This is an optimization exercise on Yosys and OpenROAD, whose aim is small area and a short achievable clock period, not a production implementation.
Function was checked by simulation only, so behaviour that the tests miss may differ from the original.
Power is estimated from default activity; no workload was simulated.

<file path="run.sh">
#!/bin/bash
# synth_recipe.tcl (not shown) runs the flow's synth.tcl, then flattens the netlist and writes it again
# the make line also repeats each setting of config.mk as NAME=value (left out here)
make -C /OpenROAD-flow-scripts/flow DESIGN_CONFIG=/design/flow/config.mk WORK_HOME=/design/flow/orfs CLKGATE_MAP_FILE= SYNTH_SCRIPT=/design/flow/synth_recipe.tcl finish
</file>
<file path="config.mk">
export PLATFORM = sky130hd
export DESIGN_NAME = cmp_blend
export DESIGN_NICKNAME = cmp_blend
export VERILOG_FILES = /design/flow/design.v
export SDC_FILE = /design/flow/constraint.sdc
export NUM_CORES = 4
export LEC_CHECK = 0
export CAP_MARGIN = 20
export CORE_MARGIN = 2
export CORE_UTILIZATION = 40
export SLEW_MARGIN = 20
</file>
<file path="constraint.sdc">
create_clock -name core_clock -period 125.0 [get_ports {clk}]
set_input_delay 25.0000 -clock core_clock [delete_from_list [all_inputs] [get_ports {clk}]]
set_output_delay 25.0000 -clock core_clock [all_outputs]
set_load 0.01 [all_outputs]
</file>
<file path="design.v">
module f16_round #(
    parameter W = 22
) (
    input  wire              sign,
    input  wire [W-1:0]      mag,
    input  wire signed [7:0] exp,
    output reg  [15:0]       res,
    output reg               ovf
);
    integer i;
    reg  [5:0]         len;       
    reg  signed [8:0]  e;         
    reg  signed [8:0]  eq;        
    reg  signed [8:0]  sh;        
    reg  [5:0]         shr;
    reg  [3:0]         shl;
    reg  [W-1:0]       mask;
    reg  [W:0]         n;
    reg                rbit;
    reg                sticky;
    reg  [8:0]         eb;        
    reg  [16:0]        pat;
    always @* begin
        len = 6'd0;
        for (i = 0; i < W; i = i + 1)
            if (mag[i]) len = i + 1;
        e   = $signed({3'b000, len}) - 9'sd1 + exp;
        eq  = (e < -9'sd14) ? -9'sd14 : e;
        sh  = eq - 9'sd10 - exp;
        n      = {(W+1){1'b0}};
        rbit   = 1'b0;
        sticky = 1'b0;
        shr    = 6'd0;
        shl    = 4'd0;
        mask   = {W{1'b0}};
        if (sh <= 0) begin
            shl = -sh;
            n   = {1'b0, mag} << shl;
        end else begin
            shr    = (sh > W + 1) ? (W + 1) : sh[5:0];
            n      = {1'b0, mag >> shr};
            rbit   = (shr <= W) ? mag[shr-1] : 1'b0;
            mask   = ~({W{1'b1}} << (shr - 1));
            sticky = |(mag & mask);
            if (rbit && (sticky || n[0]))
                n = n + 1'b1;
        end
        eb  = eq + 9'sd14;
        pat = {eb[6:0], 10'd0} + n;
        ovf = 1'b0;
        if (mag == {W{1'b0}}) begin
            res = {sign, 15'd0};
        end else if (pat >= 17'h07C00) begin
            res = {sign, 15'h7BFF};
            ovf = 1'b1;
        end else begin
            res = {sign, pat[14:0]};
        end
    end
endmodule
module f16_mul (
    input  wire [15:0] a,
    input  wire [15:0] b,
    output wire [15:0] y,
    output wire        ovf
);
    wire [4:0]  ea = (a[14:10] == 5'd0) ? 5'd1 : a[14:10];
    wire [4:0]  eb = (b[14:10] == 5'd0) ? 5'd1 : b[14:10];
    wire [10:0] ma = {a[14:10] != 5'd0, a[9:0]};
    wire [10:0] mb = {b[14:10] != 5'd0, b[9:0]};
    wire [21:0]       prod = ma * mb;
    wire signed [7:0] pexp = $signed({3'b000, ea}) + $signed({3'b000, eb}) - 8'sd50;
    f16_round #(.W(22)) u_round (
        .sign(a[15] ^ b[15]),
        .mag (prod),
        .exp (pexp),
        .res (y),
        .ovf (ovf)
    );
endmodule
module f16_add (
    input  wire [15:0] a,
    input  wire [15:0] b,
    output wire [15:0] y,
    output wire        ovf
);
    wire        swap = b[14:0] > a[14:0];
    wire [15:0] big  = swap ? b : a;
    wire [15:0] sml  = swap ? a : b;
    wire [4:0]  eg = (big[14:10] == 5'd0) ? 5'd1 : big[14:10];
    wire [4:0]  es = (sml[14:10] == 5'd0) ? 5'd1 : sml[14:10];
    wire [10:0] mg = {big[14:10] != 5'd0, big[9:0]};
    wire [10:0] ms = {sml[14:10] != 5'd0, sml[9:0]};
    wire [4:0]  d     = eg - es;
    wire [3:0]  dc    = (d > 5'd14) ? 4'd15 : d[3:0];
    wire [13:0] ms_x  = {ms, 3'b000};
    wire [13:0] ms_sh = ms_x >> dc;
    wire        stk   = |(ms_x & ~({14{1'b1}} << dc));
    wire [14:0] al    = {1'b0, ms_sh | {13'd0, stk}};
    wire [14:0] mg_x  = {1'b0, mg, 3'b000};
    wire        sub  = big[15] ^ sml[15];
    wire [14:0] sum  = sub ? (mg_x - al) : (mg_x + al);
    wire        zs   = (sum == 15'd0) ? (a[15] & b[15]) : big[15];
    wire signed [7:0] sexp = $signed({3'b000, eg}) - 8'sd28;
    f16_round #(.W(15)) u_round (
        .sign(zs),
        .mag (sum),
        .exp (sexp),
        .res (y),
        .ovf (ovf)
    );
endmodule
module cmp_dkey (
    input  wire [15:0] v0,
    input  wire [15:0] v1,
    input  wire [15:0] v2,
    input  wire [15:0] lo0,
    input  wire [15:0] lo1,
    input  wire [15:0] lo2,
    input  wire [15:0] hi0,
    input  wire [15:0] hi1,
    input  wire [15:0] hi2,
    input  wire [2:0]  use_c,
    input  wire        invert,
    input  wire [15:0] key_soft,
    output reg  [15:0] kd
);
    function [15:0] key_dist;
        input [15:0] v, lo, hi;
        begin
            if (v < lo)
                key_dist = lo - v;
            else if (v > hi)
                key_dist = v - hi;
            else
                key_dist = 16'd0;
        end
    endfunction
    wire [15:0] d0 = use_c[0] ? key_dist(v0, lo0, hi0) : 16'd0;
    wire [15:0] d1 = use_c[1] ? key_dist(v1, lo1, hi1) : 16'd0;
    wire [15:0] d2 = use_c[2] ? key_dist(v2, lo2, hi2) : 16'd0;
    wire [15:0] d01  = (d1 > d0) ? d1 : d0;
    wire [15:0] dmax = (d2 > d01) ? d2 : d01;
    integer i;
    reg [16:0] rem;
    reg [7:0]  q;
    reg [8:0]  m;
    reg [8:0]  k;
    reg [2:0]  p;
    reg [17:0] frac;
    always @* begin
        rem = {1'b0, key_soft - dmax};
        q   = 8'd0;
        for (i = 7; i >= 0; i = i - 1) begin
            rem = rem << 1;
            if (rem >= {1'b0, key_soft}) begin
                rem  = rem - {1'b0, key_soft};
                q[i] = 1'b1;
            end
        end
        if (dmax == 16'd0)
            m = 9'd256;
        else if (dmax >= key_soft)
            m = 9'd0;
        else
            m = {1'b0, q};
        k = invert ? (9'd256 - m) : m;
        p = 3'd0;
        for (i = 0; i < 8; i = i + 1)
            if (k[i]) p = i;
        if (use_c == 3'b000 || k[8])
            kd = 16'h3C00;
        else if (k == 9'd0)
            kd = 16'h0000;
        else
        begin
            frac = {10'd0, k[7:0]} << (4'd10 - p);
            kd   = {1'b0, 5'd7 + {2'b00, p}, frac[9:0]};
        end
    end
endmodule
module cmp_blend (
    input  wire        clk,
    input  wire        rst,
    input  wire        in_valid,
    input  wire [15:0] in_d_r,      
    input  wire [15:0] in_d_g,
    input  wire [15:0] in_d_b,
    input  wire [15:0] in_d_a,
    input  wire [15:0] in_c_r,      
    input  wire [15:0] in_c_g,
    input  wire [15:0] in_c_b,
    input  wire [15:0] in_apx,      
    input  wire [15:0] in_ga,       
    input  wire [15:0] in_ks,       
    input  wire        in_premul,   
    input  wire [15:0] in_key_lo0,  
    input  wire [15:0] in_key_lo1,
    input  wire [15:0] in_key_lo2,
    input  wire [15:0] in_key_hi0,
    input  wire [15:0] in_key_hi1,
    input  wire [15:0] in_key_hi2,
    input  wire [2:0]  in_key_use,
    input  wire        in_key_inv,
    input  wire [15:0] in_key_soft,
    output reg         out_valid,
    output reg  [15:0] out_d_r,     
    output reg  [15:0] out_d_g,
    output reg  [15:0] out_d_b,
    output reg  [15:0] out_d_a,
    output reg  [3:0]  out_sat      
);
    localparam [15:0] ONE = 16'h3C00;
    reg        v_q;
    reg [15:0] d_r, d_g, d_b, d_a, c_r, c_g, c_b, apx, ga, ks;
    reg        premul;
    reg [15:0] lo0, lo1, lo2, hi0, hi1, hi2, key_soft;
    reg [2:0]  use_c;
    reg        inv;
    always @(posedge clk) begin
        if (rst)
            v_q <= 1'b0;
        else
            v_q <= in_valid;
        d_r    <= in_d_r;
        d_g    <= in_d_g;
        d_b    <= in_d_b;
        d_a    <= in_d_a;
        c_r    <= in_c_r;
        c_g    <= in_c_g;
        c_b    <= in_c_b;
        apx    <= in_apx;
        ga     <= in_ga;
        ks     <= in_ks;
        premul <= in_premul;
        lo0    <= in_key_lo0;
        lo1    <= in_key_lo1;
        lo2    <= in_key_lo2;
        hi0    <= in_key_hi0;
        hi1    <= in_key_hi1;
        hi2    <= in_key_hi2;
        use_c  <= in_key_use;
        inv    <= in_key_inv;
        key_soft   <= in_key_soft;
    end
    wire [15:0] kd;
    cmp_dkey u_dkey (
        .v0(d_r), .v1(d_g), .v2(d_b),
        .lo0(lo0), .lo1(lo1), .lo2(lo2),
        .hi0(hi0), .hi1(hi1), .hi2(hi2),
        .use_c(use_c), .invert(inv), .key_soft(key_soft),
        .kd(kd)
    );
    wire [15:0] gks, f, a;
    wire [14:0] ov;
    f16_mul u_gks (.a(ga),  .b(ks), .y(gks), .ovf(ov[0]));
    f16_mul u_f   (.a(gks), .b(kd), .y(f),   .ovf(ov[1]));
    f16_mul u_a   (.a(apx), .b(f),  .y(a),   .ovf(ov[2]));
    wire [15:0] scale = premul ? f : a;
    wire [15:0] p_r, p_g, p_b;
    f16_mul u_pr (.a(c_r), .b(scale), .y(p_r), .ovf(ov[3]));
    f16_mul u_pg (.a(c_g), .b(scale), .y(p_g), .ovf(ov[4]));
    f16_mul u_pb (.a(c_b), .b(scale), .y(p_b), .ovf(ov[5]));
    wire [15:0] r;
    f16_add u_r (.a(ONE), .b({~a[15], a[14:0]}), .y(r), .ovf(ov[6]));
    wire [15:0] t_r, t_g, t_b, t_a;
    f16_mul u_tr (.a(d_r), .b(r), .y(t_r), .ovf(ov[7]));
    f16_mul u_tg (.a(d_g), .b(r), .y(t_g), .ovf(ov[8]));
    f16_mul u_tb (.a(d_b), .b(r), .y(t_b), .ovf(ov[9]));
    f16_mul u_ta (.a(d_a), .b(r), .y(t_a), .ovf(ov[10]));
    wire [15:0] n_r, n_g, n_b, n_a;
    f16_add u_nr (.a(p_r), .b(t_r), .y(n_r), .ovf(ov[11]));
    f16_add u_ng (.a(p_g), .b(t_g), .y(n_g), .ovf(ov[12]));
    f16_add u_nb (.a(p_b), .b(t_b), .y(n_b), .ovf(ov[13]));
    f16_add u_na (.a(a),   .b(t_a), .y(n_a), .ovf(ov[14]));
    integer j;
    reg [3:0] nsat;
    always @* begin
        nsat = 4'd0;
        for (j = 0; j < 15; j = j + 1)
            nsat = nsat + {3'd0, ov[j]};
    end
    always @(posedge clk) begin
        if (rst)
            out_valid <= 1'b0;
        else
            out_valid <= v_q;
        out_d_r <= n_r;
        out_d_g <= n_g;
        out_d_b <= n_b;
        out_d_a <= n_a;
        out_sat <= nsat;
    end
endmodule
</file>
==> results by group <==
Clock tree
  – Clock root buffer: clkbuf_16
  – Clk sinks: 347
  – Clock Path Buffers: 3
  – TritonCTS clock tree: yes
  – H-tree level count: 2
  – Reg clk slew, reported paths: 0.06 ns
  – Clk Latency, worst-skew pair: 0.79 ns
  – CTS buffer count: 52

Pwr
  – Highest-power group: combinational logic
  – Sequential Power Share: 0.1%
  – VDD IR max: 13.32 mV
  – Comb power frac: 99.9%
  – Switching Power: 1.586 W
  – Power Clock: 169 uW
  – Leak: 72.30 nW
  – Internal Power: 999.6 mW
  – Seq pwr: 1.47 mW
  – Sw frac: 61.34%
  – Power Density: 15940 mW/mm^2
  – Logic power comb: 2.58 W
  – Clk pwr share: 0%

GRT
  – Overflow after GRT: 0
  – First-pass GRT wire length: 839600 um
  – Antenna violations before repair: 35
  – Vias in the first global route: 143095
  – Largest net degree at the start of global routing: 138
  – Total GRT Usage: 28.79%

Logic synthesis
  – Async SR Flop Fraction: 0%
  – Top FF cell, synth: dfxtp_1
  – Post-synthesis adder-cell area fraction: 26.86%
  – Synthesis Warnings: 4
  – Simple logic cell fraction of the synthesized area: 24.17%
  – Register area share after synthesis: 4.857%
  – Largest family of logic cells by synthesized area: adder cells
  – Top cells by count, synth: nand2_1, inv_1, nor2_1
  – Mux cell area share after synthesis: 3.786%
  – Synthesized instance count: 20497
  – Compound-Gate Fraction of Synth Area: 24.74%
  – Synth Area per Inst: 6.978 sq um
  – Post-synth EDFFs: 0
  – Xor and xnor area share after synthesis: 7.206%
  – Top post-synthesis cells by area: ha_1, fa_1, nand2_1, a21oi_1, inv_1
  – Synth area leader: ha_1
  – Post-Syn Area: 0.1430 sq mm
  – Top-area cell type share of the netlist area: 14.43%
  – Cell with the most instances after synthesis: nand2_1
  – Distinct cells, synth: 147
  – FF+latch count, synth: 347

Timing
  – Hold Vio Cnt, Final: 0
  – Clk_skew: 0.09872 ns
  – Final Critical Period: 118.29 ns
  – Achievable Freq: 8.454 MHz
  – Final WS setup: 6.710 ns
  – # setup viols final: 0
  – Worst-margin pin slew: 1.249 ns
  – Final period utilization: 94.63%
  – Final Max Tran Viols: 0
  – Rel. slew slack: 16.75%

Setup path
  – Reg-to-Reg End: out_sat[2]
  – Crit path buffers/inverters: 71
  – Critical path class: reg -> reg
  – Critical path launch point type: flop
  – Worst R2R Start: d_r[0]
  – CP max FO: 32
  – WP data required: 125.62 ns
  – Endpoint class of the critical path: flop
  – Crit path from: d_r[0]
  – Worst Reg-to-Reg Cells: 601
  – Stages on the worst setup path: 601
  – CP arrival: 118.91 ns
  – CP endpoint: out_sat[2]
  – FF-to-FF setup slack: 6.71 ns
  – Top delay family on crit path: compound AO/OA/AOI/OAI gates
  – Worst path max stage delay: 0.81 ns
  – Most frequent CP cell: ha_1
  – Slowest-stage cell, CP: o311ai_0

Floorplan
  – Die height: 602.0 um
  – Die area: 0.3624 sq mm
  – Std-Cell Rows: 219
  – Die W: 602.0 um
  – Core Area: 0.3559 sq mm
  – # IOs: 349
  – Initial Utilization: 40.18%

Finish
  – Final nets: 23667
  – Reg area: 0.006947 sq mm
  – Synth-to-layout area growth: 13.39%
  – Layout cells sized above 1: 10.27%
  – Multi-input gate area: 0.1280 sq mm
  – Finished Cell Area: 0.1622 sq mm
  – Filler Cells Inserted: 36618
  – End-of-flow core utilization: 45.56%

Placement
  – Post-Place Cell Area: 0.1540 sq mm
  – Port buffer count: 348
  – HPWL after DPL: 441600 um
  – Pre-CTS WS: -4.619 ns
  – Placer congestion estimate: 1.019

Worst hold path
  – Worst hold stages: 1
  – Hold path endpoint: out_valid
  – Worst hold path startpoint: v_q
  – Worst hold-check path type: reg -> reg

Drt
  – Vias per cell: 5.919
  – Drt pass-1 iters: 7
  – Final WL: 548100 um
  – Initial DRC count: 15093
  – Antenna-violating nets left: 0
  – DR vias: 152177
  – DRC: 0
  – WL per Instance: 21.32 um

Run status
  – Status: complete, no violations

Run
  – Max-cap violation count: 0
==> kinds of logic after synthesis <==
logic type,Yosys count
other cells,1
compound gates,5456
buf+inv,3169
xor+xnor,1175
fa+ha+maj,2543
mux,484
simple gates,7322
flops,347
==> metrics by stage <==
step | hold WS, ns | cells | power (mW) | TNS, ns
global route | 0.5737 | 25704 | 2652 | -1.641
global placement | 0.5741 | 25253 | 2179 | -10.44
finish | 0.5240 | 25708 | 2586 | 0
floorplan | 0.4138 | 20498 | 2180 | 0
detailed placement | 0.5616 | 25253 | 2194 | -68.04
CTS | 0.5714 | 25382 | 2292 | 0
==> layout by cell type (no fill, tap or decap), drive strengths merged, types with 347 or more instances in the layout <==
cell type,n
ha,1649
nand3,425
dfxtp,347
a21oi,1627
xnor2,845
clkdlybuf4s50,348
nor2,2052
inv,2135
mux2i,349
nor3,575
o21ai,1189
fa,882
buf,947
and2,592
nand2,2232
==> cell type report <==
cell class	instances	share of cell area (%)
clock buffer	63	0.8648
antenna	59	0.09103
timing repair buffer	1299	6.752
clock inverter	33	0.3047
sequential	347	4.283
multi-input combinational	16987	78.95
timing repair inverter	9	0.02932
tap	4751	3.665
inverter	2160	5.059
==> per-layer routing <==
| metal | track usage (%) | wire (um) | vias up |
|---|---|---|---|
| li1 | - | - | 72241 |
| met1 | 39.69 | 240800 | 72426 |
| met5 | 0 | 38 | - |
| met4 | 9.955 | 21380 | 6 |
| met3 | 3.656 | 43280 | 990 |
| met2 | 46.03 | 242700 | 6514 |
==> repair_timing <==
| action | in CTS | in global routing |
|---|---|---|
| hold buffers | 0 | 0 |
| setup endpoints to repair | 64 | 64 |
| gates resized for setup | 131 | 715 |
| pin swaps | 7 | 177 |
| buffers inserted | 26 | 251 |
| gates cloned | 7 | 14 |

==> separate check: timing with driven ports <==
No port has a modelled driver above. Below, the same layout with a new extraction and two added sets of constraints. Step 1 assumes that a clkbuf_16 drives the clock port and a buf_2 every other input. Step 2 adds t to the input delays and takes it off the output delays; t is the mean of the earliest and latest rising clock arrival at the registers after step 1. Input paths then give back, and output paths get back, about the clock's delay inside the block. Three values: ideal, step 1, step 2; two values: the first two.
shift t [ns]: 0.851
setup slack, ns: 6.710 / 6.710 / 6.710
hold WS [ns]: 0.524 / 0.524 / 0.524
latest minus earliest clock arrival (ns): 0.107 / 0.107
pins driven straight from the clock port: 1
After both steps setup and hold are still met in this run. For this run, drivers alone change the setup slack by 0.000 ns; drivers and shift together by 0.000 ns.
